Source: an optimization exercise on an open RTL-to-GDS flow (aim: small area, a short achievable clock period and few clock cycles per item). Production flows keep margins and buffers that such runs may drop.
Function was checked by simulation only, so behaviour that the tests miss may differ from the original.

## flow/run.sh

```bash
#!/bin/bash
# Own layout flow: the standard layout (standard.sh), with two changes.
# 1. Between the standard synthesis and the rest of the flow, flow/pushinv.py
#    takes out inverters around the adder cells of the synthesised netlist
#    (a full adder with complemented inputs gives complemented outputs), with
#    the registers and the logic function unchanged.
# 2. Every timing repair step (floorplan, placement, CTS, global route) is
#    asked to leave SETUP_SLACK_MARGIN ns of setup slack. The clock stays at
#    the design's period and the SDC is the standard flow's; the margin only makes the
#    repair shorten the paths that set the achieved period.
# 3. Port buffers are buf_2 cells (buffer_ports -buffer_cell): every input
#    and output port still gets its own buffer, as in the standard flow.
# Each tool's output goes to a log of its own here (flow_*.log); ORFS keeps
# each step's log under orfs/logs/.
set -euo pipefail
cd "$(dirname "$0")/.."
export SETUP_SLACK_MARGIN=34.4
export BUFFER_PORTS_ARGS="-buffer_cell sky130_fd_sc_hd__buf_2"
R="$PWD/orfs/results/$FLOW_PLATFORM/zw96_blend/base"
bash standard.sh synth > flow_synth.log 2>&1
cp "$R/1_2_yosys.v" "$R/1_2_yosys_standard.v"
python3 flow/pushinv.py "$R/1_2_yosys_standard.v" "$R/1_2_yosys.v" > flow_pushinv.log 2>&1
rm -f "$R/1_synth.odb" "$R/1_synth.sdc"
bash standard.sh > flow_standard.log 2>&1
```

## flow/pushinv.py

```python
#!/usr/bin/env python3
"""Remove inverters around full adders in a flat Yosys netlist.

A full adder is self-dual: fa(~a, ~b, ~c) = (~cout, ~sum). Each fa cell may
therefore be "flipped": fed the complements of its inputs, it gives the
complements of its outputs. This script picks a flip for every fa cell that
lowers the number of inverters the netlist needs, then rewires it: every
inverter is taken out, and one inverter is put back for each net whose
complement some pin still needs. A half adder may be flipped too: it then
becomes xnor2 + or2, which give ~(a ^ b) and ~(a & b) from ~a and ~b. The
logic function and every register are unchanged.

usage: pushinv.py in.v out.v
"""
import re
import sys
from collections import defaultdict

INV_RE = re.compile(r"^sky130_fd_sc_hd__(inv|clkinv)_\d+$")
FA_RE = re.compile(r"^sky130_fd_sc_hd__fa_\d+$")
HA_RE = re.compile(r"^sky130_fd_sc_hd__ha_1$")
OUT_PINS = {"X", "Y", "Q", "Q_N", "SUM", "COUT", "HI", "LO", "GCLK"}

src = open(sys.argv[1]).read()
start = src.index(");", src.index("module ")) + 2
end = src.rindex("endmodule")
head, body, tail = src[:start], src[start:end], src[end:]

stmts = body.split(";")
cell_re = re.compile(r"^\s*(\S+)\s+(\S+)\s*\((.*)\)\s*$", re.S)
pin_re = re.compile(r"\.(\w+)\s*\(\s*(.*?)\s*\)\s*(?:,|$)", re.S)

decls = []   # non-cell statements, kept as they are
cells = []   # [type, name, [(pin, net)]]
for s in stmts:
    t = s.strip()
    if not t:
        continue
    if t.startswith(("wire", "input", "output", "inout", "reg")) or t.startswith("assign"):
        if t.startswith("assign"):
            raise SystemExit("assign statements are not handled")
        decls.append(t)
        continue
    m = cell_re.match(t)
    if not m:
        raise SystemExit("cannot parse: " + t[:200])
    pins = [(p, n.strip()) for p, n in pin_re.findall(m.group(3))]
    cells.append([m.group(1), m.group(2), pins])

# drivers
driver = {}
for i, (ty, nm, pins) in enumerate(cells):
    for p, n in pins:
        if p in OUT_PINS:
            driver[n] = (i, p)

def is_inv(i):
    return INV_RE.match(cells[i][0]) is not None

def is_fa(i):
    """a cell that may be flipped: a full adder, or a half adder (which then
    becomes xnor2 + or2: ~(a ^ b) and ~(~a & ~b) of the complemented inputs)"""
    return FA_RE.match(cells[i][0]) is not None or HA_RE.match(cells[i][0]) is not None

def is_ha(i):
    return HA_RE.match(cells[i][0]) is not None

def root(n):
    """(root net, parity): n = root ^ parity, following inverters back."""
    par = 0
    seen = 0
    while n in driver and is_inv(driver[n][0]) and seen < 100:
        i = driver[n][0]
        n = dict(cells[i][2])["A"]
        par ^= 1
        seen += 1
    return n, par

# consumers: (cell index, pin index, root, parity wanted of the original value)
cons = []
for i, (ty, nm, pins) in enumerate(cells):
    if is_inv(i):
        continue
    for k, (p, n) in enumerate(pins):
        if p in OUT_PINS or n.startswith(("1'", "0'")) or "'" in n:
            continue
        r, par = root(n)
        cons.append((i, k, r, par))

# nets read by the outside world (ports): an output port driven through an
# inverter needs that parity
port_outs = []
for d in decls:
    m = re.match(r"output\s+(\[(\d+):(\d+)\]\s+)?(\S+)", d)
    if m:
        nm = m.group(4)
        if m.group(1):
            hi, lo = int(m.group(2)), int(m.group(3))
            for b in range(min(hi, lo), max(hi, lo) + 1):
                port_outs.append(f"{nm}[{b}]")
        else:
            port_outs.append(nm)
fixed_port_need = {}
for n in port_outs:
    if n in driver and is_inv(driver[n][0]):
        raise SystemExit("output port driven by an inverter: " + n)

fa_idx = [i for i in range(len(cells)) if is_fa(i)]
flip = defaultdict(int)

def q_of(r):
    """flip of the driver of root net r (0 unless an fa drives it)."""
    if r in driver and is_fa(driver[r][0]):
        return flip[driver[r][0]]
    return 0

by_root = defaultdict(list)
fa_in_roots = defaultdict(set)
for c in cons:
    by_root[c[2]].append(c)
    if is_fa(c[0]):
        fa_in_roots[c[0]].add(c[2])

def need_inv(c):
    i, k, r, par = c
    want = par ^ (flip[i] if is_fa(i) else 0)
    return want ^ q_of(r)

def root_cost(r):
    return 3.75 if any(need_inv(c) for c in by_root[r]) else 0

def own_cost(i):
    return 2.51 if (flip[i] and is_ha(i)) else 0

def fa_roots(i):
    rs = set(fa_in_roots[i])
    for p, n in cells[i][2]:
        if p in ("SUM", "COUT"):
            rs.add(n)
    return rs

before = sum(root_cost(r) for r in by_root)
import random
rng = random.Random(1)
roots_of = {i: fa_roots(i) for i in fa_idx}
cur = before
best = cur
best_flip = dict(flip)
for rnd in range(60):
    order = fa_idx[:]
    rng.shuffle(order)
    for i in order:
        rs = roots_of[i]
        old = sum(root_cost(r) for r in rs) + own_cost(i)
        flip[i] ^= 1
        new = sum(root_cost(r) for r in rs) + own_cost(i)
        if new < old or (new == old and rng.random() < 0.5):
            cur += new - old
        else:
            flip[i] ^= 1
    if cur < best:
        best = cur
        best_flip = dict(flip)
flip.clear()
flip.update(best_flip)
after = sum(root_cost(r) for r in by_root) + sum(own_cost(i) for i in fa_idx)

# rebuild
inv_net = {}
new_cells = []
new_wires = []
for r in by_root:
    if root_cost(r):
        base = re.sub(r"[^A-Za-z0-9_]", "_", r.lstrip("\\"))
        nn = f"_pinv_{len(inv_net)}_"
        inv_net[r] = nn
        new_wires.append(nn)
        new_cells.append(["sky130_fd_sc_hd__inv_1", f"_pinv_cell_{len(inv_net)}_", [("A", r), ("Y", nn)]])
for c in cons:
    i, k, r, par = c
    p, _ = cells[i][2][k]
    cells[i][2][k] = (p, inv_net[r] if need_inv(c) else r)

nha = 0
deleted = set()
ninv = sum(1 for i in range(len(cells)) if is_inv(i))
for i in fa_idx:
    if is_ha(i) and flip[i]:
        pins = dict(cells[i][2])
        nm = cells[i][1]
        new_cells.append(["sky130_fd_sc_hd__xnor2_1", nm + "_x", [("A", pins["A"]), ("B", pins["B"]), ("Y", pins["SUM"])]])
        new_cells.append(["sky130_fd_sc_hd__or2_1", nm + "_o", [("A", pins["A"]), ("B", pins["B"]), ("X", pins["COUT"])]])
        deleted.add(i)
        nha += 1
out = [head]
for d in decls:
    out.append("  " + d + " ;\n")
for w in new_wires:
    out.append(f"  wire {w};\n")
for i, (ty, nm, pins) in enumerate(cells + new_cells):
    if i < len(cells) and (i in deleted or is_inv(i)):
        continue
    out.append(f"  {ty} {nm} (\n")
    out.append(",\n".join(f"    .{p}({n} )" if n.startswith("\\") else f"    .{p}({n})" for p, n in pins))
    out.append("\n  );\n")
out.append(tail)
open(sys.argv[2], "w").write("".join(out))
nflip = sum(flip[i] for i in fa_idx)
print(f"pushinv: {ninv} inverters before, {len(inv_net)} after; "
      f"cost {before:.0f} -> {after:.0f} um2; {nflip} of {len(fa_idx)} adder cells flipped, {nha} of them half adders")
```

## constraint.sdc

```tcl
create_clock -name core_clock -period 45.0 [get_ports {clk}]
set_input_delay 9.0000 -clock core_clock [delete_from_list [all_inputs] [get_ports {clk}]]
set_output_delay 9.0000 -clock core_clock [all_outputs]
set_load 0.01 [all_outputs]
```

## standard.sh

```bash
#!/bin/bash
# synth_recipe.tcl (not shown) runs the flow's synth.tcl, then flattens the netlist and writes it again
# the make line also repeats each setting of config.mk as NAME=value (left out here)
make -C /OpenROAD-flow-scripts/flow DESIGN_CONFIG=/design/flow/config.mk WORK_HOME=/design/flow/orfs CLKGATE_MAP_FILE= SYNTH_SCRIPT=/design/flow/synth_recipe.tcl "${@:-finish}"
```

## design.v

```verilog
module zw96_blend (
    input  wire           clk,
    input  wire           rst,
    input  wire           in_valid,
    output wire           in_ready,
    input  wire [13:0]    bg_r,
    input  wire [13:0]    bg_g,
    input  wire [13:0]    bg_b,
    input  wire [7:0]     layer_en,      
    input  wire [8*14-1:0] a_pix,        
    input  wire [8*14-1:0] a_glob,       
    input  wire [8*14-1:0] c_r,
    input  wire [8*14-1:0] c_g,
    input  wire [8*14-1:0] c_b,
    output reg            out_valid,
    output wire [13:0]    out_r,
    output wire [13:0]    out_g,
    output wire [13:0]    out_b,
    output wire [8*14-1:0] out_w,        
    output wire [7:0]     out_contrib    
);
    localparam [13:0] FULL = 14'd16383;
    function [7:0] lowest;
        input [7:0] v;
        begin
            lowest = v & (~v + 8'd1);
        end
    endfunction
    function [7:0] highest;
        input [7:0] v;
        integer i;
        reg seen;
        begin
            seen = 1'b0;
            for (i = 7; i >= 0; i = i - 1) begin
                highest[i] = v[i] & ~seen;
                seen = seen | v[i];
            end
        end
    endfunction
    function atmost1;
        input [7:0] v;
        begin
            atmost1 = (v & (v - 8'd1)) == 8'd0;
        end
    endfunction
    reg  [7:0] i_agf, i_full, i_gen, i_prod, i_top, i_above;
    reg        seen;
    integer    k;
    always @* begin
        for (k = 0; k < 8; k = k + 1) begin
            i_agf[k]  = &a_glob[14*k +: 14];
            i_full[k] = layer_en[k] & (&a_pix[14*k +: 14]) & i_agf[k];
            i_gen[k]  = layer_en[k] & (|a_pix[14*k +: 14]) & (|a_glob[14*k +: 14]) & ~i_full[k];
            i_prod[k] = ~(&a_pix[14*k +: 14]) & ~i_agf[k];
        end
        seen = 1'b0;
        for (k = 7; k >= 0; k = k - 1) begin
            i_top[k]   = i_full[k] & ~seen;
            seen       = seen | i_full[k];
            i_above[k] = ~seen;
        end
    end
    wire [7:0] i_G   = i_gen & i_above;                  
    wire [7:0] i_P   = i_G & i_prod;                     
    wire       i_one = (i_P == 8'd0) && atmost1(i_G);    
    wire [7:0] i_cs  = lowest(i_G);
    wire [7:0] i_ws  = highest(i_G);
    wire [7:0] i_pf  = lowest(i_P);
    reg  [13:0]     bgr_q, bgg_q, bgb_q;
    reg  [8*14-1:0] ap_q, ag_q, cr_q, cg_q, cb_q;
    reg  [7:0]      sel_q;       
    reg  [7:0]      top_q;       
    reg             nof_q;       
    reg             busy, first, rdy_q, fix_q;
    reg  [7:0]      cs_q, ws_q, pf_q, rc_q, rw_q, p_q;
    reg  [13:0]     acc_r, acc_g, acc_b, tr;
    reg  [8*14-1:0] w_q;
    reg  [7:0]      ct_q;
    assign in_ready    = rdy_q;
    assign out_r       = acc_r;
    assign out_g       = acc_g;
    assign out_b       = acc_b;
    assign out_w       = w_q;
    assign out_contrib = ct_q;
    wire accept = in_valid & rdy_q;
    wire [7:0] rc1 = rc_q & ~cs_q;
    wire [7:0] rw1 = rw_q & ~ws_q;
    wire [7:0] p1  = p_q & ~pf_q;
    wire last   = rc1 == 8'd0;
    wire fin    = busy & ~fix_q & last;
    reg  [13:0] ac, cc_r, cc_g, cc_b, ir, ig, ib, m1, m2;
    always @* begin
        ac = 14'd0; cc_r = 14'd0; cc_g = 14'd0; cc_b = 14'd0;
        ir = 14'd0; ig = 14'd0; ib = 14'd0;
        m1 = 14'd0; m2 = fix_q ? 14'd0 : tr;
        for (k = 0; k < 8; k = k + 1) begin
            if (cs_q[k]) begin
                ac   = ac   | (sel_q[k] ? ap_q[14*k +: 14] : ag_q[14*k +: 14]);
                cc_r = cc_r | cr_q[14*k +: 14];
                cc_g = cc_g | cg_q[14*k +: 14];
                cc_b = cc_b | cb_q[14*k +: 14];
            end
            if (ws_q[k])
                m1 = m1 | (sel_q[k] ? ap_q[14*k +: 14] : ag_q[14*k +: 14]);
            if (pf_q[k]) begin
                m1 = m1 | ap_q[14*k +: 14];
                m2 = m2 | ag_q[14*k +: 14];
            end
            if (first & top_q[k]) begin
                ir = ir | cr_q[14*k +: 14];
                ig = ig | cg_q[14*k +: 14];
                ib = ib | cb_q[14*k +: 14];
            end
        end
        if (first & nof_q) begin
            ir = ir | bgr_q; ig = ig | bgg_q; ib = ib | bgb_q;
        end
        if (!first) begin
            ir = ir | acc_r; ig = ig | acc_g; ib = ib | acc_b;
        end
    end
    wire [13:0] r1a, r1b, r2a, r2b, g1a, g1b, g2a, g2b, b1a, b1b, b2a, b2b, wa, wb;
    wire        r1c, r2c, g1c, g2c, b1c, b2c, wc;
    zw_mulr u_r1 (.x(cc_r), .y(ac), .h1(r1a), .h2(r1b), .c(r1c));
    zw_mulr u_r2 (.x(ir),   .y(ac), .h1(r2a), .h2(r2b), .c(r2c));
    zw_mulr u_g1 (.x(cc_g), .y(ac), .h1(g1a), .h2(g1b), .c(g1c));
    zw_mulr u_g2 (.x(ig),   .y(ac), .h1(g2a), .h2(g2b), .c(g2c));
    zw_mulr u_b1 (.x(cc_b), .y(ac), .h1(b1a), .h2(b1b), .c(b1c));
    zw_mulr u_b2 (.x(ib),   .y(ac), .h1(b2a), .h2(b2b), .c(b2c));
    zw_mulr u_w  (.x(m1),   .y(m2), .h1(wa),  .h2(wb),  .c(wc));
    wire [13:0] nr = ir + r1a + r1b + {13'd0, r1c} + ~r2a + ~r2b + {13'd0, ~r2c} + 14'd1;
    wire [13:0] ng = ig + g1a + g1b + {13'd0, g1c} + ~g2a + ~g2b + {13'd0, ~g2c} + 14'd1;
    wire [13:0] nb = ib + b1a + b1b + {13'd0, b1c} + ~b2a + ~b2b + {13'd0, ~b2c} + 14'd1;
    wire [13:0] wn0 = wa + wb;
    wire [13:0] wn1 = wa + wb + 14'd1;
    wire [13:0] tn0 = tr + ~wa + ~wb + 14'd2;
    wire [13:0] tn1 = tr + ~wa + ~wb + 14'd1;
    wire [13:0] wn  = wc ? wn1 : wn0;
    wire [13:0] tn  = wc ? tn1 : tn0;
    wire        wge = wc ? |wn1[13:8] : |wn0[13:8];
    wire        tge = wc ? |tn1[13:8] : |tn0[13:8];
    always @(posedge clk) begin
        acc_r <= nr;
        acc_g <= ng;
        acc_b <= nb;
        tr    <= (rdy_q | fix_q) ? FULL : tn;
    end
    always @(posedge clk) begin
        if (rst) begin
            busy      <= 1'b0;
            rdy_q     <= 1'b1;
            out_valid <= 1'b0;
        end else begin
            out_valid <= fin;
            if (busy) begin
                if (fix_q) begin
                    pf_q  <= lowest(p1);
                    p_q   <= p1;
                    fix_q <= p1 != 8'd0;
                    if (p1 == 8'd0)
                        ws_q <= highest(rw_q);   
                    for (k = 0; k < 8; k = k + 1)
                        if (pf_q[k]) begin
                            ap_q[14*k +: 14] <= wn;
                            sel_q[k]         <= 1'b1;
                        end
                end else begin
                    first <= 1'b0;
                    cs_q  <= lowest(rc1);
                    rc_q  <= rc1;
                    ws_q  <= highest(rw1);
                    rw_q  <= rw1;
                    for (k = 0; k < 8; k = k + 1)
                        if (ws_q[k]) begin
                            w_q[14*k +: 14] <= wn;
                            ct_q[k]         <= wge;
                        end else if (last && top_q[k]) begin
                            w_q[14*k +: 14] <= tn;
                            ct_q[k]         <= tge;
                        end else if (first) begin
                            w_q[14*k +: 14] <= 14'd0;
                            ct_q[k]         <= 1'b0;
                        end
                    if (last)
                        busy <= 1'b0;
                end
            end
            if (rdy_q) begin
                bgr_q <= bg_r;
                bgg_q <= bg_g;
                bgb_q <= bg_b;
                ap_q  <= a_pix;
                ag_q  <= a_glob;
                cr_q  <= c_r;
                cg_q  <= c_g;
                cb_q  <= c_b;
                sel_q <= i_agf;
                top_q <= i_top;
                nof_q <= i_above[0];
                cs_q  <= i_cs;
                rc_q  <= i_G;
                ws_q  <= (i_P == 8'd0) ? i_ws : 8'd0;
                rw_q  <= i_G;
                pf_q  <= i_pf;
                p_q   <= i_P;
                fix_q <= i_P != 8'd0;
                first <= 1'b1;
            end
            if (accept)
                busy  <= 1'b1;
            if (accept)
                rdy_q <= i_one;
            else if (!busy || fin)
                rdy_q <= 1'b1;
            else if (fix_q)
                rdy_q <= (p1 == 8'd0) && last;
            else
                rdy_q <= atmost1(rc1);
        end
    end
endmodule
module zw_mulr (
    input  wire [13:0] x,
    input  wire [13:0] y,
    output wire [13:0] h1,
    output wire [13:0] h2,
    output wire        c
);
    wire [13:0] pp [0:13];
    genvar gi;
    generate for (gi = 0; gi < 14; gi = gi + 1) begin : g_pp
        assign pp[gi] = {14{x[gi]}} & y;
    end endgenerate
    wire s1 = pp[0][12] ^ pp[1][11];
    wire c2 = pp[0][12] & pp[1][11];
    wire s3 = pp[0][13] ^ pp[1][12] ^ pp[2][11];
    wire c4 = (pp[0][13] & pp[1][12]) | (pp[2][11] & (pp[0][13] ^ pp[1][12]));
    wire s5 = pp[1][13] ^ pp[2][12];
    wire c6 = pp[1][13] & pp[2][12];
    wire s7 = pp[0][8] ^ pp[1][7];
    wire c8 = pp[0][8] & pp[1][7];
    wire s9 = pp[0][9] ^ pp[1][8] ^ pp[2][7];
    wire c10 = (pp[0][9] & pp[1][8]) | (pp[2][7] & (pp[0][9] ^ pp[1][8]));
    wire s11 = pp[3][6] ^ pp[4][5];
    wire c12 = pp[3][6] & pp[4][5];
    wire s13 = pp[0][10] ^ pp[1][9] ^ pp[2][8];
    wire c14 = (pp[0][10] & pp[1][9]) | (pp[2][8] & (pp[0][10] ^ pp[1][9]));
    wire s15 = pp[3][7] ^ pp[4][6] ^ pp[5][5];
    wire c16 = (pp[3][7] & pp[4][6]) | (pp[5][5] & (pp[3][7] ^ pp[4][6]));
    wire s17 = pp[6][4] ^ pp[7][3];
    wire c18 = pp[6][4] & pp[7][3];
    wire s19 = pp[0][11] ^ pp[1][10] ^ pp[2][9];
    wire c20 = (pp[0][11] & pp[1][10]) | (pp[2][9] & (pp[0][11] ^ pp[1][10]));
    wire s21 = pp[3][8] ^ pp[4][7] ^ pp[5][6];
    wire c22 = (pp[3][8] & pp[4][7]) | (pp[5][6] & (pp[3][8] ^ pp[4][7]));
    wire s23 = pp[6][5] ^ pp[7][4] ^ pp[8][3];
    wire c24 = (pp[6][5] & pp[7][4]) | (pp[8][3] & (pp[6][5] ^ pp[7][4]));
    wire s25 = pp[9][2] ^ pp[10][1];
    wire c26 = pp[9][2] & pp[10][1];
    wire s27 = s1 ^ pp[2][10] ^ pp[3][9];
    wire c28 = (s1 & pp[2][10]) | (pp[3][9] & (s1 ^ pp[2][10]));
    wire s29 = pp[4][8] ^ pp[5][7] ^ pp[6][6];
    wire c30 = (pp[4][8] & pp[5][7]) | (pp[6][6] & (pp[4][8] ^ pp[5][7]));
    wire s31 = pp[7][5] ^ pp[8][4] ^ pp[9][3];
    wire c32 = (pp[7][5] & pp[8][4]) | (pp[9][3] & (pp[7][5] ^ pp[8][4]));
    wire s33 = pp[10][2] ^ pp[11][1] ^ pp[12][0];
    wire c34 = (pp[10][2] & pp[11][1]) | (pp[12][0] & (pp[10][2] ^ pp[11][1]));
    wire s35 = s3 ^ pp[3][10] ^ pp[4][9];
    wire c36 = (s3 & pp[3][10]) | (pp[4][9] & (s3 ^ pp[3][10]));
    wire s37 = pp[5][8] ^ pp[6][7] ^ pp[7][6];
    wire c38 = (pp[5][8] & pp[6][7]) | (pp[7][6] & (pp[5][8] ^ pp[6][7]));
    wire s39 = pp[8][5] ^ pp[9][4] ^ pp[10][3];
    wire c40 = (pp[8][5] & pp[9][4]) | (pp[10][3] & (pp[8][5] ^ pp[9][4]));
    wire s41 = pp[11][2] ^ pp[12][1] ^ pp[13][0];
    wire c42 = (pp[11][2] & pp[12][1]) | (pp[13][0] & (pp[11][2] ^ pp[12][1]));
    wire s43 = s5 ^ pp[3][11] ^ pp[4][10];
    wire c44 = (s5 & pp[3][11]) | (pp[4][10] & (s5 ^ pp[3][11]));
    wire s45 = pp[5][9] ^ pp[6][8] ^ pp[7][7];
    wire c46 = (pp[5][9] & pp[6][8]) | (pp[7][7] & (pp[5][9] ^ pp[6][8]));
    wire s47 = pp[8][6] ^ pp[9][5] ^ pp[10][4];
    wire c48 = (pp[8][6] & pp[9][5]) | (pp[10][4] & (pp[8][6] ^ pp[9][5]));
    wire s49 = pp[11][3] ^ pp[12][2] ^ pp[13][1];
    wire c50 = (pp[11][3] & pp[12][2]) | (pp[13][1] & (pp[11][3] ^ pp[12][2]));
    wire s51 = pp[2][13] ^ pp[3][12] ^ pp[4][11];
    wire c52 = (pp[2][13] & pp[3][12]) | (pp[4][11] & (pp[2][13] ^ pp[3][12]));
    wire s53 = pp[5][10] ^ pp[6][9] ^ pp[7][8];
    wire c54 = (pp[5][10] & pp[6][9]) | (pp[7][8] & (pp[5][10] ^ pp[6][9]));
    wire s55 = pp[8][7] ^ pp[9][6] ^ pp[10][5];
    wire c56 = (pp[8][7] & pp[9][6]) | (pp[10][5] & (pp[8][7] ^ pp[9][6]));
    wire s57 = pp[11][4] ^ pp[12][3] ^ pp[13][2];
    wire c58 = (pp[11][4] & pp[12][3]) | (pp[13][2] & (pp[11][4] ^ pp[12][3]));
    wire s59 = pp[3][13] ^ pp[4][12] ^ pp[5][11];
    wire c60 = (pp[3][13] & pp[4][12]) | (pp[5][11] & (pp[3][13] ^ pp[4][12]));
    wire s61 = pp[6][10] ^ pp[7][9] ^ pp[8][8];
    wire c62 = (pp[6][10] & pp[7][9]) | (pp[8][8] & (pp[6][10] ^ pp[7][9]));
    wire s63 = pp[9][7] ^ pp[10][6] ^ pp[11][5];
    wire c64 = (pp[9][7] & pp[10][6]) | (pp[11][5] & (pp[9][7] ^ pp[10][6]));
    wire s65 = pp[4][13] ^ pp[5][12] ^ pp[6][11];
    wire c66 = (pp[4][13] & pp[5][12]) | (pp[6][11] & (pp[4][13] ^ pp[5][12]));
    wire s67 = pp[7][10] ^ pp[8][9] ^ pp[9][8];
    wire c68 = (pp[7][10] & pp[8][9]) | (pp[9][8] & (pp[7][10] ^ pp[8][9]));
    wire s69 = pp[5][13] ^ pp[6][12] ^ pp[7][11];
    wire c70 = (pp[5][13] & pp[6][12]) | (pp[7][11] & (pp[5][13] ^ pp[6][12]));
    wire s71 = pp[0][5] ^ pp[1][4];
    wire c72 = pp[0][5] & pp[1][4];
    wire s73 = pp[0][6] ^ pp[1][5] ^ pp[2][4];
    wire c74 = (pp[0][6] & pp[1][5]) | (pp[2][4] & (pp[0][6] ^ pp[1][5]));
    wire s75 = pp[3][3] ^ pp[4][2];
    wire c76 = pp[3][3] & pp[4][2];
    wire s77 = pp[0][7] ^ pp[1][6] ^ pp[2][5];
    wire c78 = (pp[0][7] & pp[1][6]) | (pp[2][5] & (pp[0][7] ^ pp[1][6]));
    wire s79 = pp[3][4] ^ pp[4][3] ^ pp[5][2];
    wire c80 = (pp[3][4] & pp[4][3]) | (pp[5][2] & (pp[3][4] ^ pp[4][3]));
    wire s81 = pp[6][1] ^ pp[7][0];
    wire c82 = pp[6][1] & pp[7][0];
    wire s83 = s7 ^ pp[2][6] ^ pp[3][5];
    wire c84 = (s7 & pp[2][6]) | (pp[3][5] & (s7 ^ pp[2][6]));
    wire s85 = pp[4][4] ^ pp[5][3] ^ pp[6][2];
    wire c86 = (pp[4][4] & pp[5][3]) | (pp[6][2] & (pp[4][4] ^ pp[5][3]));
    wire s87 = pp[7][1] ^ pp[8][0] ^ 1'b1;
    wire c88 = (pp[7][1] & pp[8][0]) | (1'b1 & (pp[7][1] ^ pp[8][0]));
    wire s89 = s9 ^ s11 ^ pp[5][4];
    wire c90 = (s9 & s11) | (pp[5][4] & (s9 ^ s11));
    wire s91 = pp[6][3] ^ pp[7][2] ^ pp[8][1];
    wire c92 = (pp[6][3] & pp[7][2]) | (pp[8][1] & (pp[6][3] ^ pp[7][2]));
    wire s93 = pp[9][0] ^ 1'b1 ^ c8;
    wire c94 = (pp[9][0] & 1'b1) | (c8 & (pp[9][0] ^ 1'b1));
    wire s95 = s13 ^ s15 ^ s17;
    wire c96 = (s13 & s15) | (s17 & (s13 ^ s15));
    wire s97 = pp[8][2] ^ pp[9][1] ^ pp[10][0];
    wire c98 = (pp[8][2] & pp[9][1]) | (pp[10][0] & (pp[8][2] ^ pp[9][1]));
    wire s99 = 1'b1 ^ c10 ^ c12;
    wire c100 = (1'b1 & c10) | (c12 & (1'b1 ^ c10));
    wire s101 = s19 ^ s21 ^ s23;
    wire c102 = (s19 & s21) | (s23 & (s19 ^ s21));
    wire s103 = s25 ^ pp[11][0] ^ 1'b1;
    wire c104 = (s25 & pp[11][0]) | (1'b1 & (s25 ^ pp[11][0]));
    wire s105 = c14 ^ c16 ^ c18;
    wire c106 = (c14 & c16) | (c18 & (c14 ^ c16));
    wire s107 = s27 ^ s29 ^ s31;
    wire c108 = (s27 & s29) | (s31 & (s27 ^ s29));
    wire s109 = s33 ^ 1'b1 ^ c20;
    wire c110 = (s33 & 1'b1) | (c20 & (s33 ^ 1'b1));
    wire s111 = c22 ^ c24 ^ c26;
    wire c112 = (c22 & c24) | (c26 & (c22 ^ c24));
    wire s113 = s35 ^ s37 ^ s39;
    wire c114 = (s35 & s37) | (s39 & (s35 ^ s37));
    wire s115 = s41 ^ c2 ^ c28;
    wire c116 = (s41 & c2) | (c28 & (s41 ^ c2));
    wire s117 = c30 ^ c32 ^ c34;
    wire c118 = (c30 & c32) | (c34 & (c30 ^ c32));
    wire s119 = s43 ^ s45 ^ s47;
    wire c120 = (s43 & s45) | (s47 & (s43 ^ s45));
    wire s121 = s49 ^ c4 ^ c36;
    wire c122 = (s49 & c4) | (c36 & (s49 ^ c4));
    wire s123 = c38 ^ c40 ^ c42;
    wire c124 = (c38 & c40) | (c42 & (c38 ^ c40));
    wire s125 = s51 ^ s53 ^ s55;
    wire c126 = (s51 & s53) | (s55 & (s51 ^ s53));
    wire s127 = s57 ^ c6 ^ c44;
    wire c128 = (s57 & c6) | (c44 & (s57 ^ c6));
    wire s129 = c46 ^ c48 ^ c50;
    wire c130 = (c46 & c48) | (c50 & (c46 ^ c48));
    wire s131 = s59 ^ s61 ^ s63;
    wire c132 = (s59 & s61) | (s63 & (s59 ^ s61));
    wire s133 = pp[12][4] ^ pp[13][3] ^ c52;
    wire c134 = (pp[12][4] & pp[13][3]) | (c52 & (pp[12][4] ^ pp[13][3]));
    wire s135 = c54 ^ c56 ^ c58;
    wire c136 = (c54 & c56) | (c58 & (c54 ^ c56));
    wire s137 = s65 ^ s67 ^ pp[10][7];
    wire c138 = (s65 & s67) | (pp[10][7] & (s65 ^ s67));
    wire s139 = pp[11][6] ^ pp[12][5] ^ pp[13][4];
    wire c140 = (pp[11][6] & pp[12][5]) | (pp[13][4] & (pp[11][6] ^ pp[12][5]));
    wire s141 = c60 ^ c62 ^ c64;
    wire c142 = (c60 & c62) | (c64 & (c60 ^ c62));
    wire s143 = s69 ^ pp[8][10] ^ pp[9][9];
    wire c144 = (s69 & pp[8][10]) | (pp[9][9] & (s69 ^ pp[8][10]));
    wire s145 = pp[10][8] ^ pp[11][7] ^ pp[12][6];
    wire c146 = (pp[10][8] & pp[11][7]) | (pp[12][6] & (pp[10][8] ^ pp[11][7]));
    wire s147 = pp[13][5] ^ c66 ^ c68;
    wire c148 = (pp[13][5] & c66) | (c68 & (pp[13][5] ^ c66));
    wire s149 = pp[6][13] ^ pp[7][12] ^ pp[8][11];
    wire c150 = (pp[6][13] & pp[7][12]) | (pp[8][11] & (pp[6][13] ^ pp[7][12]));
    wire s151 = pp[9][10] ^ pp[10][9] ^ pp[11][8];
    wire c152 = (pp[9][10] & pp[10][9]) | (pp[11][8] & (pp[9][10] ^ pp[10][9]));
    wire s153 = pp[12][7] ^ pp[13][6] ^ c70;
    wire c154 = (pp[12][7] & pp[13][6]) | (c70 & (pp[12][7] ^ pp[13][6]));
    wire s155 = pp[7][13] ^ pp[8][12] ^ pp[9][11];
    wire c156 = (pp[7][13] & pp[8][12]) | (pp[9][11] & (pp[7][13] ^ pp[8][12]));
    wire s157 = pp[10][10] ^ pp[11][9] ^ pp[12][8];
    wire c158 = (pp[10][10] & pp[11][9]) | (pp[12][8] & (pp[10][10] ^ pp[11][9]));
    wire s159 = pp[8][13] ^ pp[9][12] ^ pp[10][11];
    wire c160 = (pp[8][13] & pp[9][12]) | (pp[10][11] & (pp[8][13] ^ pp[9][12]));
    wire s161 = pp[0][3] ^ pp[1][2];
    wire c162 = pp[0][3] & pp[1][2];
    wire s163 = pp[0][4] ^ pp[1][3] ^ pp[2][2];
    wire c164 = (pp[0][4] & pp[1][3]) | (pp[2][2] & (pp[0][4] ^ pp[1][3]));
    wire s165 = pp[3][1] ^ pp[4][0];
    wire c166 = pp[3][1] & pp[4][0];
    wire s167 = s71 ^ pp[2][3] ^ pp[3][2];
    wire c168 = (s71 & pp[2][3]) | (pp[3][2] & (s71 ^ pp[2][3]));
    wire s169 = pp[4][1] ^ pp[5][0] ^ 1'b1;
    wire c170 = (pp[4][1] & pp[5][0]) | (1'b1 & (pp[4][1] ^ pp[5][0]));
    wire s171 = s73 ^ s75 ^ pp[5][1];
    wire c172 = (s73 & s75) | (pp[5][1] & (s73 ^ s75));
    wire s173 = pp[6][0] ^ 1'b1 ^ c72;
    wire c174 = (pp[6][0] & 1'b1) | (c72 & (pp[6][0] ^ 1'b1));
    wire s175 = s77 ^ s79 ^ s81;
    wire c176 = (s77 & s79) | (s81 & (s77 ^ s79));
    wire s177 = 1'b1 ^ c74 ^ c76;
    wire c178 = (1'b1 & c74) | (c76 & (1'b1 ^ c74));
    wire s179 = s83 ^ s85 ^ s87;
    wire c180 = (s83 & s85) | (s87 & (s83 ^ s85));
    wire s181 = c78 ^ c80 ^ c82;
    wire c182 = (c78 & c80) | (c82 & (c78 ^ c80));
    wire s183 = s89 ^ s91 ^ s93;
    wire c184 = (s89 & s91) | (s93 & (s89 ^ s91));
    wire s185 = c84 ^ c86 ^ c88;
    wire c186 = (c84 & c86) | (c88 & (c84 ^ c86));
    wire s187 = s95 ^ s97 ^ s99;
    wire c188 = (s95 & s97) | (s99 & (s95 ^ s97));
    wire s189 = c90 ^ c92 ^ c94;
    wire c190 = (c90 & c92) | (c94 & (c90 ^ c92));
    wire s191 = s101 ^ s103 ^ s105;
    wire c192 = (s101 & s103) | (s105 & (s101 ^ s103));
    wire s193 = c96 ^ c98 ^ c100;
    wire c194 = (c96 & c98) | (c100 & (c96 ^ c98));
    wire s195 = s107 ^ s109 ^ s111;
    wire c196 = (s107 & s109) | (s111 & (s107 ^ s109));
    wire s197 = c102 ^ c104 ^ c106;
    wire c198 = (c102 & c104) | (c106 & (c102 ^ c104));
    wire s199 = s113 ^ s115 ^ s117;
    wire c200 = (s113 & s115) | (s117 & (s113 ^ s115));
    wire s201 = c108 ^ c110 ^ c112;
    wire c202 = (c108 & c110) | (c112 & (c108 ^ c110));
    wire s203 = s119 ^ s121 ^ s123;
    wire c204 = (s119 & s121) | (s123 & (s119 ^ s121));
    wire s205 = c114 ^ c116 ^ c118;
    wire c206 = (c114 & c116) | (c118 & (c114 ^ c116));
    wire s207 = s125 ^ s127 ^ s129;
    wire c208 = (s125 & s127) | (s129 & (s125 ^ s127));
    wire s209 = c120 ^ c122 ^ c124;
    wire c210 = (c120 & c122) | (c124 & (c120 ^ c122));
    wire s211 = s131 ^ s133 ^ s135;
    wire c212 = (s131 & s133) | (s135 & (s131 ^ s133));
    wire s213 = c126 ^ c128 ^ c130;
    wire c214 = (c126 & c128) | (c130 & (c126 ^ c128));
    wire s215 = s137 ^ s139 ^ s141;
    wire c216 = (s137 & s139) | (s141 & (s137 ^ s139));
    wire s217 = c132 ^ c134 ^ c136;
    wire c218 = (c132 & c134) | (c136 & (c132 ^ c134));
    wire s219 = s143 ^ s145 ^ s147;
    wire c220 = (s143 & s145) | (s147 & (s143 ^ s145));
    wire s221 = c138 ^ c140 ^ c142;
    wire c222 = (c138 & c140) | (c142 & (c138 ^ c140));
    wire s223 = s149 ^ s151 ^ s153;
    wire c224 = (s149 & s151) | (s153 & (s149 ^ s151));
    wire s225 = c144 ^ c146 ^ c148;
    wire c226 = (c144 & c146) | (c148 & (c144 ^ c146));
    wire s227 = s155 ^ s157 ^ pp[13][7];
    wire c228 = (s155 & s157) | (pp[13][7] & (s155 ^ s157));
    wire s229 = c150 ^ c152 ^ c154;
    wire c230 = (c150 & c152) | (c154 & (c150 ^ c152));
    wire s231 = s159 ^ pp[11][10] ^ pp[12][9];
    wire c232 = (s159 & pp[11][10]) | (pp[12][9] & (s159 ^ pp[11][10]));
    wire s233 = pp[13][8] ^ c156 ^ c158;
    wire c234 = (pp[13][8] & c156) | (c158 & (pp[13][8] ^ c156));
    wire s235 = pp[9][13] ^ pp[10][12] ^ pp[11][11];
    wire c236 = (pp[9][13] & pp[10][12]) | (pp[11][11] & (pp[9][13] ^ pp[10][12]));
    wire s237 = pp[12][10] ^ pp[13][9] ^ c160;
    wire c238 = (pp[12][10] & pp[13][9]) | (c160 & (pp[12][10] ^ pp[13][9]));
    wire s239 = pp[10][13] ^ pp[11][12] ^ pp[12][11];
    wire c240 = (pp[10][13] & pp[11][12]) | (pp[12][11] & (pp[10][13] ^ pp[11][12]));
    wire s241 = pp[0][2] ^ pp[1][1];
    wire c242 = pp[0][2] & pp[1][1];
    wire s243 = s161 ^ pp[2][1] ^ pp[3][0];
    wire c244 = (s161 & pp[2][1]) | (pp[3][0] & (s161 ^ pp[2][1]));
    wire s245 = s163 ^ s165 ^ 1'b1;
    wire c246 = (s163 & s165) | (1'b1 & (s163 ^ s165));
    wire s247 = s167 ^ s169 ^ c164;
    wire c248 = (s167 & s169) | (c164 & (s167 ^ s169));
    wire s249 = s171 ^ s173 ^ c168;
    wire c250 = (s171 & s173) | (c168 & (s171 ^ s173));
    wire s251 = s175 ^ s177 ^ c172;
    wire c252 = (s175 & s177) | (c172 & (s175 ^ s177));
    wire s253 = s179 ^ s181 ^ c176;
    wire c254 = (s179 & s181) | (c176 & (s179 ^ s181));
    wire s255 = s183 ^ s185 ^ c180;
    wire c256 = (s183 & s185) | (c180 & (s183 ^ s185));
    wire s257 = s187 ^ s189 ^ c184;
    wire c258 = (s187 & s189) | (c184 & (s187 ^ s189));
    wire s259 = s191 ^ s193 ^ c188;
    wire c260 = (s191 & s193) | (c188 & (s191 ^ s193));
    wire s261 = s195 ^ s197 ^ c192;
    wire c262 = (s195 & s197) | (c192 & (s195 ^ s197));
    wire s263 = s199 ^ s201 ^ c196;
    wire c264 = (s199 & s201) | (c196 & (s199 ^ s201));
    wire s265 = s203 ^ s205 ^ c200;
    wire c266 = (s203 & s205) | (c200 & (s203 ^ s205));
    wire s267 = s207 ^ s209 ^ c204;
    wire c268 = (s207 & s209) | (c204 & (s207 ^ s209));
    wire s269 = s211 ^ s213 ^ c208;
    wire c270 = (s211 & s213) | (c208 & (s211 ^ s213));
    wire s271 = s215 ^ s217 ^ c212;
    wire c272 = (s215 & s217) | (c212 & (s215 ^ s217));
    wire s273 = s219 ^ s221 ^ c216;
    wire c274 = (s219 & s221) | (c216 & (s219 ^ s221));
    wire s275 = s223 ^ s225 ^ c220;
    wire c276 = (s223 & s225) | (c220 & (s223 ^ s225));
    wire s277 = s227 ^ s229 ^ c224;
    wire c278 = (s227 & s229) | (c224 & (s227 ^ s229));
    wire s279 = s231 ^ s233 ^ c228;
    wire c280 = (s231 & s233) | (c228 & (s231 ^ s233));
    wire s281 = s235 ^ s237 ^ c232;
    wire c282 = (s235 & s237) | (c232 & (s235 ^ s237));
    wire s283 = s239 ^ pp[13][10] ^ c236;
    wire c284 = (s239 & pp[13][10]) | (c236 & (s239 ^ pp[13][10]));
    wire s285 = pp[11][13] ^ pp[12][12] ^ pp[13][11];
    wire c286 = (pp[11][13] & pp[12][12]) | (pp[13][11] & (pp[11][13] ^ pp[12][12]));
    wire s287 = pp[0][1] ^ pp[1][0];
    wire c288 = pp[0][1] & pp[1][0];
    wire s289 = s241 ^ pp[2][0] ^ 1'b1;
    wire c290 = (s241 & pp[2][0]) | (1'b1 & (s241 ^ pp[2][0]));
    wire s291 = s243 ^ 1'b1 ^ c242;
    wire c292 = (s243 & 1'b1) | (c242 & (s243 ^ 1'b1));
    wire s293 = s245 ^ c162 ^ c244;
    wire c294 = (s245 & c162) | (c244 & (s245 ^ c162));
    wire s295 = s247 ^ c166 ^ c246;
    wire c296 = (s247 & c166) | (c246 & (s247 ^ c166));
    wire s297 = s249 ^ c170 ^ c248;
    wire c298 = (s249 & c170) | (c248 & (s249 ^ c170));
    wire s299 = s251 ^ c174 ^ c250;
    wire c300 = (s251 & c174) | (c250 & (s251 ^ c174));
    wire s301 = s253 ^ c178 ^ c252;
    wire c302 = (s253 & c178) | (c252 & (s253 ^ c178));
    wire s303 = s255 ^ c182 ^ c254;
    wire c304 = (s255 & c182) | (c254 & (s255 ^ c182));
    wire s305 = s257 ^ c186 ^ c256;
    wire c306 = (s257 & c186) | (c256 & (s257 ^ c186));
    wire s307 = s259 ^ c190 ^ c258;
    wire c308 = (s259 & c190) | (c258 & (s259 ^ c190));
    wire s309 = s261 ^ c194 ^ c260;
    wire c310 = (s261 & c194) | (c260 & (s261 ^ c194));
    wire s311 = s263 ^ c198 ^ c262;
    wire c312 = (s263 & c198) | (c262 & (s263 ^ c198));
    wire s313 = s265 ^ c202 ^ c264;
    wire c314 = (s265 & c202) | (c264 & (s265 ^ c202));
    wire s315 = s267 ^ c206 ^ c266;
    wire c316 = (s267 & c206) | (c266 & (s267 ^ c206));
    wire s317 = s269 ^ c210 ^ c268;
    wire c318 = (s269 & c210) | (c268 & (s269 ^ c210));
    wire s319 = s271 ^ c214 ^ c270;
    wire c320 = (s271 & c214) | (c270 & (s271 ^ c214));
    wire s321 = s273 ^ c218 ^ c272;
    wire c322 = (s273 & c218) | (c272 & (s273 ^ c218));
    wire s323 = s275 ^ c222 ^ c274;
    wire c324 = (s275 & c222) | (c274 & (s275 ^ c222));
    wire s325 = s277 ^ c226 ^ c276;
    wire c326 = (s277 & c226) | (c276 & (s277 ^ c226));
    wire s327 = s279 ^ c230 ^ c278;
    wire c328 = (s279 & c230) | (c278 & (s279 ^ c230));
    wire s329 = s281 ^ c234 ^ c280;
    wire c330 = (s281 & c234) | (c280 & (s281 ^ c234));
    wire s331 = s283 ^ c238 ^ c282;
    wire c332 = (s283 & c238) | (c282 & (s283 ^ c238));
    wire s333 = s285 ^ c240 ^ c284;
    wire c334 = (s285 & c240) | (c284 & (s285 ^ c240));
    wire s335 = pp[12][13] ^ pp[13][12] ^ c286;
    wire c336 = (pp[12][13] & pp[13][12]) | (c286 & (pp[12][13] ^ pp[13][12]));
    wire s337 = pp[0][0] ^ 1'b1;
    wire c338 = pp[0][0] & 1'b1;
    wire s339 = s287 ^ 1'b1;
    wire c340 = s287 & 1'b1;
    wire s341 = s289 ^ c288;
    wire c342 = s289 & c288;
    wire s343 = s291 ^ c290;
    wire c344 = s291 & c290;
    wire s345 = s293 ^ c292;
    wire c346 = s293 & c292;
    wire s347 = s295 ^ c294;
    wire c348 = s295 & c294;
    wire s349 = s297 ^ c296;
    wire c350 = s297 & c296;
    wire s351 = s299 ^ c298;
    wire c352 = s299 & c298;
    wire s353 = s301 ^ c300;
    wire c354 = s301 & c300;
    wire s355 = s303 ^ c302;
    wire c356 = s303 & c302;
    wire s357 = s305 ^ c304;
    wire c358 = s305 & c304;
    wire s359 = s307 ^ c306;
    wire c360 = s307 & c306;
    wire s361 = s309 ^ c308;
    wire c362 = s309 & c308;
    wire s363 = s337 ^ s313;
    wire c364 = s337 & s313;
    wire s365 = s339 ^ s315 ^ c314;
    wire c366 = (s339 & s315) | (c314 & (s339 ^ s315));
    wire s367 = s341 ^ s317 ^ c316;
    wire c368 = (s341 & s317) | (c316 & (s341 ^ s317));
    wire s369 = s343 ^ s319 ^ c318;
    wire c370 = (s343 & s319) | (c318 & (s343 ^ s319));
    wire s371 = s345 ^ s321 ^ c320;
    wire c372 = (s345 & s321) | (c320 & (s345 ^ s321));
    wire s373 = s347 ^ s323 ^ c322;
    wire c374 = (s347 & s323) | (c322 & (s347 ^ s323));
    wire s375 = s349 ^ s325 ^ c324;
    wire c376 = (s349 & s325) | (c324 & (s349 ^ s325));
    wire s377 = s351 ^ s327 ^ c326;
    wire c378 = (s351 & s327) | (c326 & (s351 ^ s327));
    wire s379 = s353 ^ s329 ^ c328;
    wire c380 = (s353 & s329) | (c328 & (s353 ^ s329));
    wire s381 = s355 ^ s331 ^ c330;
    wire c382 = (s355 & s331) | (c330 & (s355 ^ s331));
    wire s383 = s357 ^ s333 ^ c332;
    wire c384 = (s357 & s333) | (c332 & (s357 ^ s333));
    wire s385 = s359 ^ s335 ^ c334;
    wire c386 = (s359 & s335) | (c334 & (s359 ^ s335));
    wire s387 = s361 ^ pp[13][13] ^ c336;
    wire c388 = (s361 & pp[13][13]) | (c336 & (s361 ^ pp[13][13]));
    wire s389 = s311 ^ c310;
    wire c390 = s311 & c310;
    wire s391 = s363 ^ c312;
    wire c392 = s363 & c312;
    wire s393 = s365 ^ c338 ^ c364;
    wire c394 = (s365 & c338) | (c364 & (s365 ^ c338));
    wire s395 = s367 ^ c340 ^ c366;
    wire c396 = (s367 & c340) | (c366 & (s367 ^ c340));
    wire s397 = s369 ^ c342 ^ c368;
    wire c398 = (s369 & c342) | (c368 & (s369 ^ c342));
    wire s399 = s371 ^ c344 ^ c370;
    wire c400 = (s371 & c344) | (c370 & (s371 ^ c344));
    wire s401 = s373 ^ c346 ^ c372;
    wire c402 = (s373 & c346) | (c372 & (s373 ^ c346));
    wire s403 = s375 ^ c348 ^ c374;
    wire c404 = (s375 & c348) | (c374 & (s375 ^ c348));
    wire s405 = s377 ^ c350 ^ c376;
    wire c406 = (s377 & c350) | (c376 & (s377 ^ c350));
    wire s407 = s379 ^ c352 ^ c378;
    wire c408 = (s379 & c352) | (c378 & (s379 ^ c352));
    wire s409 = s381 ^ c354 ^ c380;
    wire c410 = (s381 & c354) | (c380 & (s381 ^ c354));
    wire s411 = s383 ^ c356 ^ c382;
    wire c412 = (s383 & c356) | (c382 & (s383 ^ c356));
    wire s413 = s385 ^ c358 ^ c384;
    wire c414 = (s385 & c358) | (c384 & (s385 ^ c358));
    wire s415 = s387 ^ c360 ^ c386;
    wire c416 = (s387 & c360) | (c386 & (s387 ^ c360));
    wire s417 = s389 ^ c362 ^ c388;
    wire c418 = (s389 & c362) | (c388 & (s389 ^ c362));
    wire s419 = s313 ^ c312 ^ c390;
    wire c420 = (s313 & c312) | (c390 & (s313 ^ c312));
    wire s421 = s315 ^ c314;
    wire c422 = s315 & c314;
    wire s423 = s317 ^ c316;
    wire c424 = s317 & c316;
    wire s425 = s319 ^ c318;
    wire c426 = s319 & c318;
    wire s427 = s321 ^ c320;
    wire c428 = s321 & c320;
    wire s429 = s323 ^ c322;
    wire c430 = s323 & c322;
    wire s431 = s325 ^ c324;
    wire c432 = s325 & c324;
    wire s433 = s327 ^ c326;
    wire c434 = s327 & c326;
    wire s435 = s329 ^ c328;
    wire c436 = s329 & c328;
    wire s437 = s331 ^ c330;
    wire c438 = s331 & c330;
    wire s439 = s333 ^ c332;
    wire c440 = s333 & c332;
    wire s441 = s335 ^ c334;
    wire c442 = s335 & c334;
    wire s443 = pp[13][13] ^ c336;
    wire c444 = pp[13][13] & c336;
    wire [41:0] r1 = {c444, s443, s441, s439, s437, s435, s433, s431, s429, s427, s425, s423, s421, s419, s417, s415, s413, s411, s409, s407, s405, s403, s401, s399, s397, s395, s393, s391, s311, s309, s307, s305, s303, s301, s299, s297, s295, s293, s291, s289, s287, pp[0][0]};
    wire [41:0] r2 = {1'b0, c442, c440, c438, c436, c434, c432, c430, c428, c426, c424, c422, c420, c418, c416, c414, c412, c410, c408, c406, c404, c402, c400, c398, c396, c394, c392, 1'b1, c310, c308, c306, c304, c302, c300, c298, c296, c294, c292, c290, c288, 1'b1, 1'b1};
    wire [28:0] lo = {1'b0, r1[27:0]} + {1'b0, r2[27:0]};
    assign h1 = r1[41:28];
    assign h2 = r2[41:28];
    assign c  = lo[28];
endmodule
```

## config.mk

```make
export PLATFORM = sky130hd
export DESIGN_NAME = zw96_blend
export DESIGN_NICKNAME = zw96_blend
export VERILOG_FILES = /design/flow/design.v
export SDC_FILE = /design/flow/constraint.sdc
export NUM_CORES = 4
export LEC_CHECK = 0
export CAP_MARGIN = 20
export CORE_MARGIN = 2
export CORE_UTILIZATION = 55
export CTS_BUF_LIST = sky130_fd_sc_hd__clkbuf_4 sky130_fd_sc_hd__clkbuf_8
export PLACE_DENSITY = 0.7
export SLEW_MARGIN = 20
```

==> results.sh, run 1 <==
export IMPL_clock_skew_ns=0.120
export IMPL_nets=11400
export IMPL_die_h_microns=397
export IMPL_ys_warn_count=2
export IMPL_hold_buffers=0
export IMPL_status="timing/DRC/antenna clean"
export IMPL_finalSetupTns_ns=0
export IMPL_antenna_left=0
export IMPL_drt_initial_drc_count=11400
export IMPL_area_delta_synth_final_pct=19.8
export IMPL_critPathArrivalTime_ns=11.60
export IMPL_clock_latency_ns=0.99
export IMPL_drive_gt1_frac=0.236
export IMPL_antenna_found_initial=75
export IMPL_path_max_fanout=3
export IMPL_worst_pin_slew_ns=1.29
export IMPL_num_io_pins=777
export IMPL_setup_viol=0
export IMPL_drcViolationCount=0
export IMPL_worstSetupStartpointType="primary input"
export IMPL_grt_max_degree=189
export IMPL_hp_class="reg2reg"
export IMPL_vias=75000
export IMPL_hp_start="rw_q[0]"
export IMPL_dp_cells=10600
export IMPL_fin_util=0.662
export IMPL_crit_type="in2reg"
export IMPL_cts_sinks=846
export IMPL_cts_tree="yes"
export IMPL_coreArea_sq_mm=0.154
export IMPL_fmax_ghz=0.0922
export IMPL_grt_pass1_vias=75600
export IMPL_holdWs_ns=0.569
export IMPL_worstHoldEndpoint="rw_q[0]"
export IMPL_grt_pass1_wl_microns=542000
export IMPL_hold_viol=0
export IMPL_cp_required_ns=45.75
export IMPL_slew_headroom=0.137
export IMPL_wl_per_cell_microns=35.6
export IMPL_die_w_microns=397
export IMPL_multi_input_area_sq_mm=0.0574
export IMPL_viasPerCell=6.70
export IMPL_rows=144
export IMPL_first_pass_iters=9
export IMPL_routabilityCongestion=1.08
export IMPL_rsz0062_at_grt="true"
export IMPL_timing_rr_start="cs_q[7]"
export IMPL_port_buffers=776
export IMPL_fin_cells=11200
export IMPL_grt_usage=0.491
export IMPL_crit_path_end_kind="flop"
export IMPL_grt_ovfl_total=0
export IMPL_finalCriticalPeriod_ns=10.85
export IMPL_timing_final_crit_share=0.241
export IMPL_netlist_area_sq_mm=0.0849
export IMPL_regArea_sq_mm=0.0249
export IMPL_placed_cell_area_sq_mm=0.0917
export IMPL_fillers=11900
export IMPL_wirelength_microns=398000
export IMPL_die_area_sq_mm=0.158
export IMPL_start_util=0.553
export IMPL_clk_pin_slew_ns=0.05
export IMPL_numCtsBuffers=149
export IMPL_synth_cells=7948
export IMPL_syn_avg_cell_area_sq_um=10.7
export IMPL_rr_worst_depth=39
export IMPL_r2r_end="acc_g[10]"
export IMPL_clk_path_buf_depth=3
export IMPL_r2r_slack_ns=34.40
export IMPL_synth_fp_nets=10300
export IMPL_place_hpwl_microns=290000
export IMPL_htreeDepth=4
export IMPL_finalInstanceArea_sq_mm=0.102
export IMPL_drv_slew=0
export IMPL_root_buffer="clkbuf_8"
export IMPL_worstHoldPathCells=2
export IMPL_cap_viol_max_count=0
==> sequential cells by signal (all words and copies together), names as in the netlist, 14 cells and up <==
name	flops
w_q	112
tr	14
acc_r	14
acc_g	14
bgg_q	14
ag_q	112
cr_q	112
bgr_q	14
cb_q	112
ap_q	112
acc_b	14
cg_q	112
bgb_q	14
==> worst max-delay path by stage <==
stage	slack [ns]	start	to	cells after the start
after floorplan	28.03	rst	rdy_q	3
after global placement	31.52	rst	cb_q[100]	6
after detailed placement	31.38	rst	cb_q[100]	6
after CTS	34.28	w_q[9]	out_w[9]	1
after global routing	34.14	sel_q[7]	acc_g[10]	43
final	34.15	a_glob[38]	ws_q[0]	11
==> what timing repair did <==
| item | in CTS | in global routing |
|---|---|---|
| gates resized for setup | 422 | 332 |
| pin swaps | 92 | 171 |
| cloned | 21 | 14 |
| endpoints found under the hold margin | 0 | 0 |
| setup buffers | 173 | 140 |
| endpoints found under the setup margin | 650 | 214 |
==> routing by layer <==
| metal | part of all wire | track usage | wire length (microns) | vias to the layer above |
|---|---|---|---|---|
| li1 | - | - | - | 29200 |
| met3 | 0.18 | 0.228 | 71000 | 1760 |
| met2 | 0.40 | 0.673 | 158000 | 6942 |
| met1 | 0.34 | 0.631 | 136000 | 37000 |
| met5 | 0.0024 | 0.00303 | 942 | - |
| met4 | 0.081 | 0.301 | 32400 | 60 |
==> cell usage in the layout, fill, tap and decap left out, types with 32 or more instances in the layout <==
cell      instances
a21oi_1         181
a21oi_2          33
a221oi_1         53
a22o_1           67
a22oi_1         436
a22oi_2          38
a31oi_1          74
and2_1          129
buf_12           64
buf_2           758
buf_4           383
buf_6            51
clkbuf_4         32
clkbuf_8        154
edfxtp_1        787
fa_1           1293
fa_2             35
ha_1            417
inv_1           920
mux2_2          102
nand2_1        1205
nand2b_1         47
nand3_1          64
nand4_1         169
nor2_1          364
nor2b_1          33
nor3_1           33
nor4_1           52
o21ai_0         146
o21ai_1          32
or2_1            77
xnor2_1         129
==> cell type report <==
| cell class | count | area share |
|---|---|---|
| Sequential cell | 846 | 0.245 |
| Tap cell | 2044 | 0.0251 |
| Clock buffer | 184 | 0.0230 |
| Timing Repair Buffer | 1316 | 0.0985 |
| Multi-Input combinational cell | 5751 | 0.564 |
| Antenna cell | 30 | 0.000738 |
| Inverter | 943 | 0.0352 |
| Clock inverter | 87 | 0.00816 |
==> critical path: stages <==
cell and delay, ns:
buf_8 0.10, nor4_4 0.53, nand4_1 0.49, and3_4 0.36, a2bb2oi_2 0.15, a211oi_2 0.10, o21bai_4 0.18, nand4bb_4 0.27
nor2_4 0.15, nand2_2 0.07, o31ai_2 0.20
==> per-stage QoR <==
step / worst slack (ns)
after floorplan: 28.03
after detailed placement: 31.38
final: 34.15
after global placement: 31.52
after global routing: 34.14
after CTS: 34.28
Testbench counts, summed over its fixed seeds: cycles 16,066, items 8,000.
==> run 2, diff against run 1 <==
--- a/flow/run.sh
+++ b/flow/run.sh
@@ -10,3 +10,3 @@
 #    repair shorten the paths that set the achieved period.
-# 3. Port buffers are buf_2 cells (buffer_ports -buffer_cell): every input
+# 3. Port buffers are buf_1 cells (buffer_ports -buffer_cell): every input
 #    and output port still gets its own buffer, as in the standard flow.
@@ -16,4 +16,4 @@
 cd "$(dirname "$0")/.."
-export SETUP_SLACK_MARGIN=34.4
-export BUFFER_PORTS_ARGS="-buffer_cell sky130_fd_sc_hd__buf_2"
+export SETUP_SLACK_MARGIN=34
+export BUFFER_PORTS_ARGS="-buffer_cell sky130_fd_sc_hd__buf_1"
 R="$PWD/orfs/results/$FLOW_PLATFORM/zw96_blend/base"
--- a/config.mk
+++ b/config.mk
@@ -9,5 +9,5 @@
 export CORE_MARGIN = 2
-export CORE_UTILIZATION = 55
+export CORE_UTILIZATION = 40
 export CTS_BUF_LIST = sky130_fd_sc_hd__clkbuf_4 sky130_fd_sc_hd__clkbuf_8
-export PLACE_DENSITY = 0.7
+export PLACE_DENSITY = 0.6
 export SLEW_MARGIN = 20
==> results.sh, run 2 <==
export IMPL_status="timing/DRC/antenna clean"
export IMPL_numCtsBuffers=156
export IMPL_slowest_delay_ns=0.54
export IMPL_die_w_microns=465
export IMPL_ys_warn_count=2
export IMPL_first_pass_iters=19
export IMPL_setup_viol=0
export IMPL_drt_initial_drc_count=9920
export IMPL_start_util=0.401
export IMPL_hold_buffers=0
export IMPL_drcViolationCount=0
export IMPL_grt_pass1_wl_microns=559000
export IMPL_nets=11200
export IMPL_wirelength_microns=409000
export IMPL_htreeDepth=4
export IMPL_grt_pass1_vias=74200
export IMPL_finalSetupTns_ns=0
export IMPL_grt_max_degree=157
export IMPL_syn_avg_cell_area_sq_um=10.7
export IMPL_clk_path_buf_depth=3
export IMPL_synth_cells=7948
export IMPL_crit_type="in2reg"
export IMPL_hold_viol=0
export IMPL_final_common_cell="fa_1"
export IMPL_clock_latency_ns=1.06
export IMPL_viasPerCell=6.14
export IMPL_fmax_ghz=0.0907
export IMPL_path_max_fanout=8
export IMPL_antenna_left=0
export IMPL_grt_ovfl_total=0
export IMPL_crit_path_end_kind="flop"
export IMPL_area_delta_synth_final_pct=15.5
export IMPL_num_io_pins=777
export IMPL_cts_tree="yes"
export IMPL_timing_final_crit_share=0.245
export IMPL_rows=169
export IMPL_worstSetupStartpointType="primary input"
export IMPL_antenna_found_initial=52
export IMPL_cts_sinks=846
export IMPL_critPathArrivalTime_ns=11.86
export IMPL_hp_class="reg2reg"
export IMPL_vias=72600
export IMPL_die_h_microns=465
export IMPL_drv_slew=0
export IMPL_clk_pin_slew_ns=0.07
export IMPL_drive_gt1_frac=0.112
export IMPL_slowest_stage="nand4_1"
export IMPL_grt_usage=0.370
export IMPL_finalCriticalPeriod_ns=11.03
export IMPL_place_hpwl_microns=305000
export IMPL_worst_pin_slew_ns=1.23
export IMPL_synth_fp_nets=10300
export IMPL_netlist_area_sq_mm=0.0849
export IMPL_root_buffer="clkbuf_8"
export IMPL_cap_viol_max_count=0
export IMPL_crit_chain="buf_1, nor4_1, nand4_1, and3_1, a2bb2oi_1, a211oi_4, o21bai_1, nand4bb_4, nor2_1, nand2_1, o31ai_1"
export IMPL_port_buffers=776
export IMPL_slew_headroom=0.177
export IMPL_die_area_sq_mm=0.216
export IMPL_coreArea_sq_mm=0.212
export IMPL_clock_skew_ns=0.0963
export IMPL_wl_per_cell_microns=34.6
export IMPL_cp_required_ns=45.83
export IMPL_mostFrequentLayoutCells="1316 x fa_1, 1225 x nand2_1, 934 x inv_1"
export IMPL_rsz0062_at_grt="true"
export IMPL_routabilityCongestion=1.06
==> run 2: final timing paths <==
check            end  startpoint  depth (start not counted)  slack [ns]
max          ws_q[0]  a_glob[29]                         11       33.97
min          rw_q[0]     rw_q[0]                          2        0.57
max reg2reg  ct_q[0]     pf_q[3]                         31       34.22
min reg2reg  rw_q[0]     rw_q[0]                          2        0.57
==> run 2: through the flow <==
step                instances  worst slack (ns)  cell area, sq um  hold WS [ns]  utilization
global placement        11400             32.10             91800         0.545        0.434
CTS                     11700             34.01             96600         0.565        0.456
finish                  11800             33.97             98100         0.566        0.463
floorplan                7948             28.03             85000         0.498            -
global route            11800             33.94             98100         0.592        0.463
detailed placement      11400             32.00             91800         0.550        0.434
==> run 2: final cells by class <==
type                       instances  area, sq um
timing repair buffer            1149         6780
fill                           19700       114000
antenna                           32         80.1
tap                             2821         3530
clock inverter                    84          786
inverter                         943         3560
clock buffer                     200         2500
sequential                       846        24800
multi-input combinational       5753        56000
==> run 2: layer usage <==
metal | up-vias | GRT usage | part of all wire
li1 | 28900 | - | -
met1 | 36900 | 0.457 | 0.36
met2 | 5420 | 0.544 | 0.43
met3 | 1332 | 0.134 | 0.14
met4 | 38 | 0.239 | 0.080
met5 | - | 0.00334 | 0.00079
==> run 2: worst max-delay path, delay by kind of cell <==
kind / cells / cell delay (ns)
AOI/OAI and AO/OA: 4 / 0.77
and+or+nand+nor: 6 / 1.98
buffers and inverters: 1 / 0.09
==> run 2: what timing repair did <==
action / 4_1_cts / 5_1_grt
pin swaps: 20 / 44
buffers inserted: 79 / 52
cloned: 6 / 11
setup endpoints to repair: 232 / 179
gates resized for setup: 164 / 173
==> run 3, diff against run 2 <==
--- a/config.mk
+++ b/config.mk
@@ -11,2 +11,4 @@
 export CTS_BUF_LIST = sky130_fd_sc_hd__clkbuf_4 sky130_fd_sc_hd__clkbuf_8
+export CTS_CLUSTER_DIAMETER = 100
+export CTS_CLUSTER_SIZE = 12
 export PLACE_DENSITY = 0.6
==> results.sh, run 3 <==
export IMPL_status="timing/DRC/antenna clean"
export IMPL_placed_cell_area_sq_mm=0.0918
export IMPL_timing_final_crit_share=0.246
export IMPL_antenna_found_initial=48
export IMPL_hold_buffers=0
export IMPL_hold_viol=0
export IMPL_place_hpwl_microns=305000
export IMPL_timing_rr_start="pf_q[3]"
export IMPL_clock_skew_ns=0.0875
export IMPL_fmax_ghz=0.0904
export IMPL_grt_ovfl_total=0
export IMPL_crit_path_end_kind="flop"
export IMPL_die_area_sq_mm=0.216
export IMPL_viasPerCell=6.14
export IMPL_drt_initial_drc_count=9541
export IMPL_grt_pass1_vias=73400
export IMPL_num_io_pins=777
export IMPL_worstHoldEndpoint="rw_q[0]"
export IMPL_root_buffer="clkbuf_8"
export IMPL_rr_worst_depth=31
export IMPL_crit_type="in2reg"
export IMPL_mostFrequentLayoutCells="1314 x fa_1, 1228 x nand2_1, 934 x inv_1"
export IMPL_numCtsBuffers=90
export IMPL_die_h_microns=465
export IMPL_worstSetupStartpointType="primary input"
export IMPL_hp_start="rw_q[0]"
export IMPL_coreArea_sq_mm=0.212
export IMPL_multi_input_area_sq_mm=0.0560
export IMPL_hp_class="reg2reg"
export IMPL_drcViolationCount=0
export IMPL_wl_per_cell_microns=34.8
export IMPL_clk_pin_slew_ns=0.10
export IMPL_clock_latency_ns=0.98
export IMPL_worstHoldPathCells=2
export IMPL_drv_slew=0
export IMPL_cts_sinks=846
export IMPL_nets=11200
export IMPL_rows=169
export IMPL_clk_path_buf_depth=3
export IMPL_area_delta_synth_final_pct=13.6
export IMPL_r2r_slack_ns=34.23
export IMPL_htreeDepth=3
export IMPL_r2r_end="ct_q[5]"
export IMPL_start_util=0.401
export IMPL_synth_cells=7948
export IMPL_finalCriticalPeriod_ns=11.06
export IMPL_rsz0062_at_grt="true"
export IMPL_fillers=19800
export IMPL_ys_warn_count=2
export IMPL_cp_required_ns=45.75
export IMPL_port_buffers=776
export IMPL_routabilityCongestion=1.06
export IMPL_cap_viol_max_count=0
export IMPL_critPathArrivalTime_ns=11.82
export IMPL_wirelength_microns=407000
export IMPL_setup_viol=0
export IMPL_synth_fp_nets=10300
export IMPL_finalInstanceArea_sq_mm=0.0964
export IMPL_netlist_area_sq_mm=0.0849
export IMPL_final_common_cell="fa_1"
export IMPL_drive_gt1_frac=0.102
export IMPL_antenna_left=0
export IMPL_path_max_fanout=6
export IMPL_grt_pass1_wl_microns=557000
export IMPL_slew_headroom=0.150
export IMPL_grt_max_degree=157
export IMPL_syn_avg_cell_area_sq_um=10.7
export IMPL_worst_pin_slew_ns=1.27
export IMPL_grt_usage=0.368
export IMPL_die_w_microns=465
export IMPL_vias=71800
export IMPL_cts_tree="yes"
export IMPL_regArea_sq_mm=0.0248
export IMPL_first_pass_iters=10
export IMPL_finalSetupTns_ns=0
-- run 3: metrics by stage --
stage	hold WS (ns)	setup WS (ns)	utilization	instances
2_1_floorplan	0.498	28.03	-	7948
3_3_place_gp	0.545	32.10	0.434	11400
3_5_place_dp	0.550	32.00	0.434	11400
4_1_cts	0.571	34.00	0.449	11600
5_1_grt	0.598	33.89	0.455	11700
6_report	0.571	33.94	0.456	11700
-- run 3: how the worst max path moves through the flow --
| stage | start | endpoint | slack, ns |
|---|---|---|---|
| floorplan | rst | rdy_q | 28.03 |
| global placement | rst | cb_q[103] | 32.10 |
| detailed placement | rst | bgb_q[5] | 32.00 |
| CTS | first | acc_b[12] | 34.00 |
| global route | first | acc_b[10] | 33.89 |
| finish | a_glob[59] | cs_q[7] | 33.94 |
-- run 3: area by class of cell --
| class | instances | share of cell area |
|---|---|---|
| diodes | 23 | 0.000597 |
| flip-flops and latches | 846 | 0.257 |
| well taps | 2821 | 0.0366 |
| repair buffers | 1150 | 0.0699 |
| clock buffers | 126 | 0.0156 |
| clock inverters | 26 | 0.00258 |
| inverters | 943 | 0.0370 |
| multi-input cells | 5754 | 0.580 |
-- run 3: metal layers --
layer	track usage	wire length, microns	vias up
met1	0.461	147000	36500
li1	-	-	28700
met2	0.545	174000	5307
met4	0.228	33300	30
met5	0	195	-
met3	0.126	53200	1264
-- run 3: repair_timing --
action,CTS,global route
cloned,7,9
pin swaps,21,56
buffers inserted,83,52
setup endpoints to repair,291,182
resized for setup,161,168
-- run 3: critical path, stage by stage --
cell     delay (ns)
buf_1          0.19
nand4_1        0.22
nor4_4         0.47
nand3_1        0.38
nand4_1        0.24
buf_4          0.16
buf_4          0.14
nor3b_2        0.10
nor2_1         0.18
o21ai_2        0.13
or4_1          0.50
o31ai_1        0.09

-- re-timing with driven ports --
Ports are ideal in the flow. The routed layouts listed here were re-timed in OpenROAD. Step 1: set_driving_cell puts a clkbuf_16 on clk and a buf_2 on each other input, an assumption about the parent block. Step 2 also shifts input and output timing later by t, the mid clock arrival at the registers, as if the neighbouring blocks saw the same clock. Three values: ideal, step 1, step 2; two values: the first two.
| run | t (ns) | setup slack, ns | latest minus earliest clock arrival (ns) | worst register clock-pin slew, ns | worst data-port slew with drivers (ns) |
|---|---|---|---|---|---|
| run 1 | 1.030 | 34.150 / 34.205 / 33.175 | 0.121 / 0.121 | 0.08 / 0.08 | 0.21 |
| run 2 | 1.099 | 33.971 / 33.921 / 32.897 | 0.114 / 0.115 | 0.07 / 0.07 | 0.23 |
| run 3 | 1.026 | 33.938 / 33.948 / 32.922 | 0.088 / 0.087 | 0.10 / 0.10 | 0.24 |
After both steps setup and hold are still met in every run listed. For run 2, which loses most, drivers alone change the setup slack by -0.050 ns; drivers and shift together by -1.074 ns.
